What follows belongs to an exercise in optimizing a design on an open flow for small area and a short achievable clock period; a production flow would make more cautious choices.
Where RTL was checked, it was by simulation tests only, not by an equivalence proof against the original.

==> 06-26 <==
==> flow/design.v (excerpt) <==
module case_ecc_codec (
    input  wire         clk,
    input  wire         rst,
    input  wire         enc_valid,
    input  wire [127:0] enc_data,
    output wire         enc_out_valid,
    output wire [31:0]  enc_out_check,
    input  wire         dec_valid,
    input  wire [159:0] dec_word,
    input  wire [19:0]  dec_erase,
    output wire         dec_out_valid,
    output wire [127:0] dec_out_data,
    output wire         dec_out_corrected,
    output wire         dec_out_uncorrectable,
    output wire [4:0]   dec_out_last_dev
);
export LEC_CHECK = 0
export CAP_MARGIN = 20
export CORE_MARGIN = 2
export CORE_UTILIZATION = 50
export SLEW_MARGIN = 20
create_clock -name core_clock -period 16.0 [get_ports {clk}]
standard.sh (not shown) runs the stock make flow with config.mk's settings and CLKGATE_MAP_FILE= SYNTH_SCRIPT=/design/flow/synth_recipe.tcl, a recipe that flattens the netlist after the stock synthesis.
==> flow/flow/run.sh <==
#!/bin/bash
# Standard ORFS layout (standard.sh) with two changes:
#  - the port buffers are buf_2 cells instead of the delay buffers that
#    buffer_ports picks by default (every port still gets its buffer);
#  - timing repair aims below the clock period (repair_timing's setup
#    margin), so it keeps improving the worst paths past the constraint.
bash standard.sh SETUP_SLACK_MARGIN=11.3 TNS_END_PERCENT=100 \
    "BUFFER_PORTS_ARGS=-buffer_cell sky130_fd_sc_hd__buf_2" finish > standard.log 2>&1
==> 08-05: changes against 06-26 <==
--- a/flow/design.v
+++ b/flow/design.v
@@ -2479,36 +2479,35 @@
     assign s3_c[2] = sx694;
     assign s3_c[3] = sx715;
     assign s3_c[4] = sx733;
     assign s3_c[5] = sx751;
     assign s3_c[6] = sx772;
     assign s3_c[7] = sx792;
     reg       e0;           
     reg [7:0] xa, xa2;      
-    reg [7:0] m1, m2, m3, m4, m5;
+    reg [7:0] m1, m2, m3, m4;
     always @(*) begin
         e0  = (e0r == 20'd0);
         xa  = 8'h00;
         xa2 = 8'h00;
         for (j = 19; j >= 0; j = j - 1)
             if (e0r[j]) begin
                 xa  = dev_x(j);
                 xa2 = gf_sq(dev_x(j));
             end
         m1 = gf_mul(s0_c, e0 ? s2_c : xa);     
         m2 = gf_mul(s1_c, e0 ? s3_c : xa);     
-        m3 = gf_mul(s2_c, e0 ? s1_c : 8'h01);  
+        m3 = gf_mul(s2_c, e0 ? s1_c : xa);     
         m4 = gf_mul(s0_c, e0 ? s3_c : xa2);    
-        m5 = gf_mul(s2_c, xa);                 
     end
     reg         v1;
     reg [127:0] data1;
     reg [19:0]  e1;
-    reg [7:0]   s0_1, s1_1, s2_1, s3_1, m1_1, m2_1, m3_1, m4_1, m5_1;
+    reg [7:0]   s0_1, s1_1, s2_1, s3_1, m1_1, m2_1, m3_1, m4_1;
     reg         e0_1;
     reg [1:0]   ecnt1;
     always @(posedge clk) begin
         if (rst) v1 <= 1'b0;
         else     v1 <= v0;
         data1 <= w0[127:0];
         e1    <= e0r;
         ecnt1 <= cnt3(e0r);
@@ -2516,35 +2515,34 @@
         s0_1  <= s0_c;
         s1_1  <= s1_c;
         s2_1  <= s2_c;
         s3_1  <= s3_c;
         m1_1  <= m1;
         m2_1  <= m2;
         m3_1  <= m3;
         m4_1  <= m4;
-        m5_1  <= m5;
     end
     reg [7:0]  t0, t1, t2, dd, pp, qq, ax;
     reg [3:0]  nx;
     reg [19:0] hita_c, hitb_c;
     reg        tzero_c, t0nz_c, chka_c, dnz_c;
     wire [159:0] ca, cb;
     always @(*) begin
         dd = gf_sq(s1_1) ^ m1_1;
         qq = gf_sq(s2_1) ^ m2_1;
         pp = m3_1 ^ m4_1;
         t0 = s1_1 ^ (e0_1 ? 8'h00 : m1_1);
         t1 = s2_1 ^ (e0_1 ? 8'h00 : m2_1);
-        t2 = s3_1 ^ m5_1;
+        t2 = s3_1 ^ (e0_1 ? 8'h00 : m3_1);
         tzero_c = (t0 == 8'h00) && (t1 == 8'h00) && (t2 == 8'h00);
         t0nz_c  = (t0 != 8'h00);
         chka_c  = (gf_mul(t0, t2) == gf_sq(t1));
         dnz_c   = (dd != 8'h00);
-        ax = to_tower(m4_1 ^ m3_1);
+        ax = to_tower(m4_1 ^ (e0_1 ? m3_1 : s2_1));
         nx = inv16(t_norm(ax));
     end
     wire cax0 = t0[6] ^ t0[7];
     wire cax1 = t0[4] ^ t0[5];
     wire cax2 = t0[2] ^ t0[3];
     wire cax3 = t0[0] ^ t0[1];
     wire cax4 = t0[1] ^ cax0;
     wire cax5 = t0[6] ^ cax1;
==> flow/flow/run.sh (replaced) <==
#!/bin/bash
# Standard ORFS layout (standard.sh) with two changes:
#  - the port buffers are buf_1 cells instead of the delay buffers that
#    buffer_ports picks by default (every port still gets its buffer);
#  - timing repair aims below the clock period (repair_timing's setup
#    margin), so it keeps improving the worst paths past the constraint.
bash standard.sh SETUP_SLACK_MARGIN=11.3 TNS_END_PERCENT=100 \
    "BUFFER_PORTS_ARGS=-buffer_cell sky130_fd_sc_hd__buf_1" finish > standard.log 2>&1
CORE_UTILIZATION = 55   (was 50)
CTS_BUF_LIST = sky130_fd_sc_hd__clkbuf_4 sky130_fd_sc_hd__clkbuf_8   (was not set)
PLACE_DENSITY = 0.7   (was not set)
==> 06-01: changes against 06-26 <==
--- a/flow/design.v
+++ b/flow/design.v
@@ -2479,36 +2479,35 @@
     assign s3_c[2] = sx694;
     assign s3_c[3] = sx715;
     assign s3_c[4] = sx733;
     assign s3_c[5] = sx751;
     assign s3_c[6] = sx772;
     assign s3_c[7] = sx792;
     reg       e0;           
     reg [7:0] xa, xa2;      
-    reg [7:0] m1, m2, m3, m4, m5;
+    reg [7:0] m1, m2, m3, m4;
     always @(*) begin
         e0  = (e0r == 20'd0);
         xa  = 8'h00;
         xa2 = 8'h00;
         for (j = 19; j >= 0; j = j - 1)
             if (e0r[j]) begin
                 xa  = dev_x(j);
                 xa2 = gf_sq(dev_x(j));
             end
         m1 = gf_mul(s0_c, e0 ? s2_c : xa);     
         m2 = gf_mul(s1_c, e0 ? s3_c : xa);     
-        m3 = gf_mul(s2_c, e0 ? s1_c : 8'h01);  
+        m3 = gf_mul(s2_c, e0 ? s1_c : xa);     
         m4 = gf_mul(s0_c, e0 ? s3_c : xa2);    
-        m5 = gf_mul(s2_c, xa);                 
     end
     reg         v1;
     reg [127:0] data1;
     reg [19:0]  e1;
-    reg [7:0]   s0_1, s1_1, s2_1, s3_1, m1_1, m2_1, m3_1, m4_1, m5_1;
+    reg [7:0]   s0_1, s1_1, s2_1, s3_1, m1_1, m2_1, m3_1, m4_1;
     reg         e0_1;
     reg [1:0]   ecnt1;
     always @(posedge clk) begin
         if (rst) v1 <= 1'b0;
         else     v1 <= v0;
         data1 <= w0[127:0];
         e1    <= e0r;
         ecnt1 <= cnt3(e0r);
@@ -2516,35 +2515,34 @@
         s0_1  <= s0_c;
         s1_1  <= s1_c;
         s2_1  <= s2_c;
         s3_1  <= s3_c;
         m1_1  <= m1;
         m2_1  <= m2;
         m3_1  <= m3;
         m4_1  <= m4;
-        m5_1  <= m5;
     end
     reg [7:0]  t0, t1, t2, dd, pp, qq, ax;
     reg [3:0]  nx;
     reg [19:0] hita_c, hitb_c;
     reg        tzero_c, t0nz_c, chka_c, dnz_c;
     wire [159:0] ca, cb;
     always @(*) begin
         dd = gf_sq(s1_1) ^ m1_1;
         qq = gf_sq(s2_1) ^ m2_1;
         pp = m3_1 ^ m4_1;
         t0 = s1_1 ^ (e0_1 ? 8'h00 : m1_1);
         t1 = s2_1 ^ (e0_1 ? 8'h00 : m2_1);
-        t2 = s3_1 ^ m5_1;
+        t2 = s3_1 ^ (e0_1 ? 8'h00 : m3_1);
         tzero_c = (t0 == 8'h00) && (t1 == 8'h00) && (t2 == 8'h00);
         t0nz_c  = (t0 != 8'h00);
         chka_c  = (gf_mul(t0, t2) == gf_sq(t1));
         dnz_c   = (dd != 8'h00);
-        ax = to_tower(m4_1 ^ m3_1);
+        ax = to_tower(m4_1 ^ (e0_1 ? m3_1 : s2_1));
         nx = inv16(t_norm(ax));
     end
     wire cax0 = t0[6] ^ t0[7];
     wire cax1 = t0[4] ^ t0[5];
     wire cax2 = t0[2] ^ t0[3];
     wire cax3 = t0[0] ^ t0[1];
     wire cax4 = t0[1] ^ cax0;
     wire cax5 = t0[6] ^ cax1;
==> flow/flow/run.sh (replaced) <==
#!/bin/bash
# Standard ORFS layout (standard.sh) with two changes:
#  - the port buffers are buf_1 cells instead of the delay buffers that
#    buffer_ports picks by default (every port still gets its buffer);
#  - timing repair aims below the clock period (repair_timing's setup
#    margin), so it keeps improving the worst paths past the constraint.
bash standard.sh SETUP_SLACK_MARGIN=11.0 TNS_END_PERCENT=100 \
    "BUFFER_PORTS_ARGS=-buffer_cell sky130_fd_sc_hd__buf_1" finish > standard.log 2>&1
CTS_BUF_LIST = sky130_fd_sc_hd__clkbuf_4 sky130_fd_sc_hd__clkbuf_8   (was not set)
==> 05-07: changes against 06-26 <==
--- a/flow/design.v
+++ b/flow/design.v
@@ -2479,36 +2479,35 @@
     assign s3_c[2] = sx694;
     assign s3_c[3] = sx715;
     assign s3_c[4] = sx733;
     assign s3_c[5] = sx751;
     assign s3_c[6] = sx772;
     assign s3_c[7] = sx792;
     reg       e0;           
     reg [7:0] xa, xa2;      
-    reg [7:0] m1, m2, m3, m4, m5;
+    reg [7:0] m1, m2, m3, m4;
     always @(*) begin
         e0  = (e0r == 20'd0);
         xa  = 8'h00;
         xa2 = 8'h00;
         for (j = 19; j >= 0; j = j - 1)
             if (e0r[j]) begin
                 xa  = dev_x(j);
                 xa2 = gf_sq(dev_x(j));
             end
         m1 = gf_mul(s0_c, e0 ? s2_c : xa);     
         m2 = gf_mul(s1_c, e0 ? s3_c : xa);     
-        m3 = gf_mul(s2_c, e0 ? s1_c : 8'h01);  
+        m3 = gf_mul(s2_c, e0 ? s1_c : xa);     
         m4 = gf_mul(s0_c, e0 ? s3_c : xa2);    
-        m5 = gf_mul(s2_c, xa);                 
     end
     reg         v1;
     reg [127:0] data1;
     reg [19:0]  e1;
-    reg [7:0]   s0_1, s1_1, s2_1, s3_1, m1_1, m2_1, m3_1, m4_1, m5_1;
+    reg [7:0]   s0_1, s1_1, s2_1, s3_1, m1_1, m2_1, m3_1, m4_1;
     reg         e0_1;
     reg [1:0]   ecnt1;
     always @(posedge clk) begin
         if (rst) v1 <= 1'b0;
         else     v1 <= v0;
         data1 <= w0[127:0];
         e1    <= e0r;
         ecnt1 <= cnt3(e0r);
@@ -2516,35 +2515,34 @@
         s0_1  <= s0_c;
         s1_1  <= s1_c;
         s2_1  <= s2_c;
         s3_1  <= s3_c;
         m1_1  <= m1;
         m2_1  <= m2;
         m3_1  <= m3;
         m4_1  <= m4;
-        m5_1  <= m5;
     end
     reg [7:0]  t0, t1, t2, dd, pp, qq, ax;
     reg [3:0]  nx;
     reg [19:0] hita_c, hitb_c;
     reg        tzero_c, t0nz_c, chka_c, dnz_c;
     wire [159:0] ca, cb;
     always @(*) begin
         dd = gf_sq(s1_1) ^ m1_1;
         qq = gf_sq(s2_1) ^ m2_1;
         pp = m3_1 ^ m4_1;
         t0 = s1_1 ^ (e0_1 ? 8'h00 : m1_1);
         t1 = s2_1 ^ (e0_1 ? 8'h00 : m2_1);
-        t2 = s3_1 ^ m5_1;
+        t2 = s3_1 ^ (e0_1 ? 8'h00 : m3_1);
         tzero_c = (t0 == 8'h00) && (t1 == 8'h00) && (t2 == 8'h00);
         t0nz_c  = (t0 != 8'h00);
         chka_c  = (gf_mul(t0, t2) == gf_sq(t1));
         dnz_c   = (dd != 8'h00);
-        ax = to_tower(m4_1 ^ m3_1);
+        ax = to_tower(m4_1 ^ (e0_1 ? m3_1 : s2_1));
         nx = inv16(t_norm(ax));
     end
     wire cax0 = t0[6] ^ t0[7];
     wire cax1 = t0[4] ^ t0[5];
     wire cax2 = t0[2] ^ t0[3];
     wire cax3 = t0[0] ^ t0[1];
     wire cax4 = t0[1] ^ cax0;
     wire cax5 = t0[6] ^ cax1;
==> flow/flow/run.sh (replaced) <==
#!/bin/bash
# Standard ORFS layout (standard.sh) with two changes:
#  - the port buffers are buf_1 cells instead of the delay buffers that
#    buffer_ports picks by default (every port still gets its buffer);
#  - timing repair aims below the clock period (repair_timing's setup
#    margin), so it keeps improving the worst paths past the constraint.
bash standard.sh SETUP_SLACK_MARGIN=11.3 TNS_END_PERCENT=100 \
    "BUFFER_PORTS_ARGS=-buffer_cell sky130_fd_sc_hd__buf_1" finish > standard.log 2>&1
CTS_BUF_LIST = sky130_fd_sc_hd__clkbuf_4 sky130_fd_sc_hd__clkbuf_8   (was not set)
==> run_results.csv <==
group,metric,value,unit
worst_hold_path,hp-start,"u_dec.data1[126]",
place,dp_slack,9.359,ns
cells_and_area,inv_count,69,
status,status,"timing/DRC/antenna clean",
timing,slew_viol_final,0,
cells_and_area,clockBufferCount,175,
clocking,clock_latency,0.84,ns
critical_path,r2r-start,"u_dec.e0_1",
cells_and_area,final-nonclk-buf-share,0.06574,
The numbers above come from 05-07.

==> run_results.csv <==
group,metric,value,unit
cells_and_area,clockBufferCount,171,
place,dp_slack,9.028,ns
cells_and_area,final-nonclk-buf-share,0.06186,
routing,dr_wl_met2,99930,um
cells_and_area,inv_count,69,
clocking,clock_latency,0.82,ns
routing,wl_met1,91990,um
status,status,"timing/DRC/antenna clean",
timing,slew_viol_final,0,
worst_hold_path,hp-start,"u_dec.data1[61]",
The numbers above come from 06-01.

==> run_results.csv <==
group,metric,value,unit
status,violations,"max-capacitance violations, max-slew violations",
cells_and_area,final-nonclk-buf-share,0.06966,
flow_run,maxCapViolCount,3,
cells_and_area,inv_count,70,
timing,slew_viol_final,27,
clocking,clock_latency,0.86,ns
worst_hold_path,hp-start,"u_dec.data1[6]",
status,status,"finished with violations",
cells_and_area,clockBufferCount,170,
critical_path,r2r-start,"u_dec.e0_1",
The numbers above come from 08-05.

==> run_results.csv <==
group,metric,value,unit
status,status,"timing/DRC/antenna clean",
cells_and_area,inv_count,75,
place,dp_slack,10.09,ns
cells_and_area,final-nonclk-buf-share,0.07489,
cells_and_area,syn2layout_area_growth,22.82,%
worst_hold_path,hp-start,"u_dec.s0_1[3]",
clocking,clock_latency,0.71,ns
The numbers above come from 06-26.

Function not checked in 06-26: the RTL went through the layout flow alone.

[port drivers added, routing unchanged]
In the flow no input, the clock included, has a driving cell. The finished layouts below were timed again as built, in two steps.
Step 1 assumes that a clkbuf_16 drives the clock port and a buf_2 every other input.
Step 2 moves the port delays by t, midway between the first and last clock arrival at a register: inputs arrive t later, outputs are due t later. That takes back most of the time a late clock gives input paths.
Slacks: ideal ports / drivers / drivers and shift; pairs: ideal ports / drivers.
| run | t (ns) | setup WS [ns] | worst register clock-pin slew, ns |
|---|---|---|---|
| 06-26 | 0.741 | 11.150 / 11.150 / 10.543 | 0.08 / 0.08 |
| 08-05 | 0.895 | 11.084 / 11.084 / 10.365 | 0.08 / 0.08 |
| 06-01 | 0.861 | 10.881 / 10.881 / 10.142 | 0.08 / 0.08 |
| 05-07 | 0.871 | 11.064 / 11.064 / 10.366 | 0.08 / 0.08 |
The setup slack of 06-01, which loses most, moves by 0.000 ns with the drivers and by -0.739 ns with both steps.
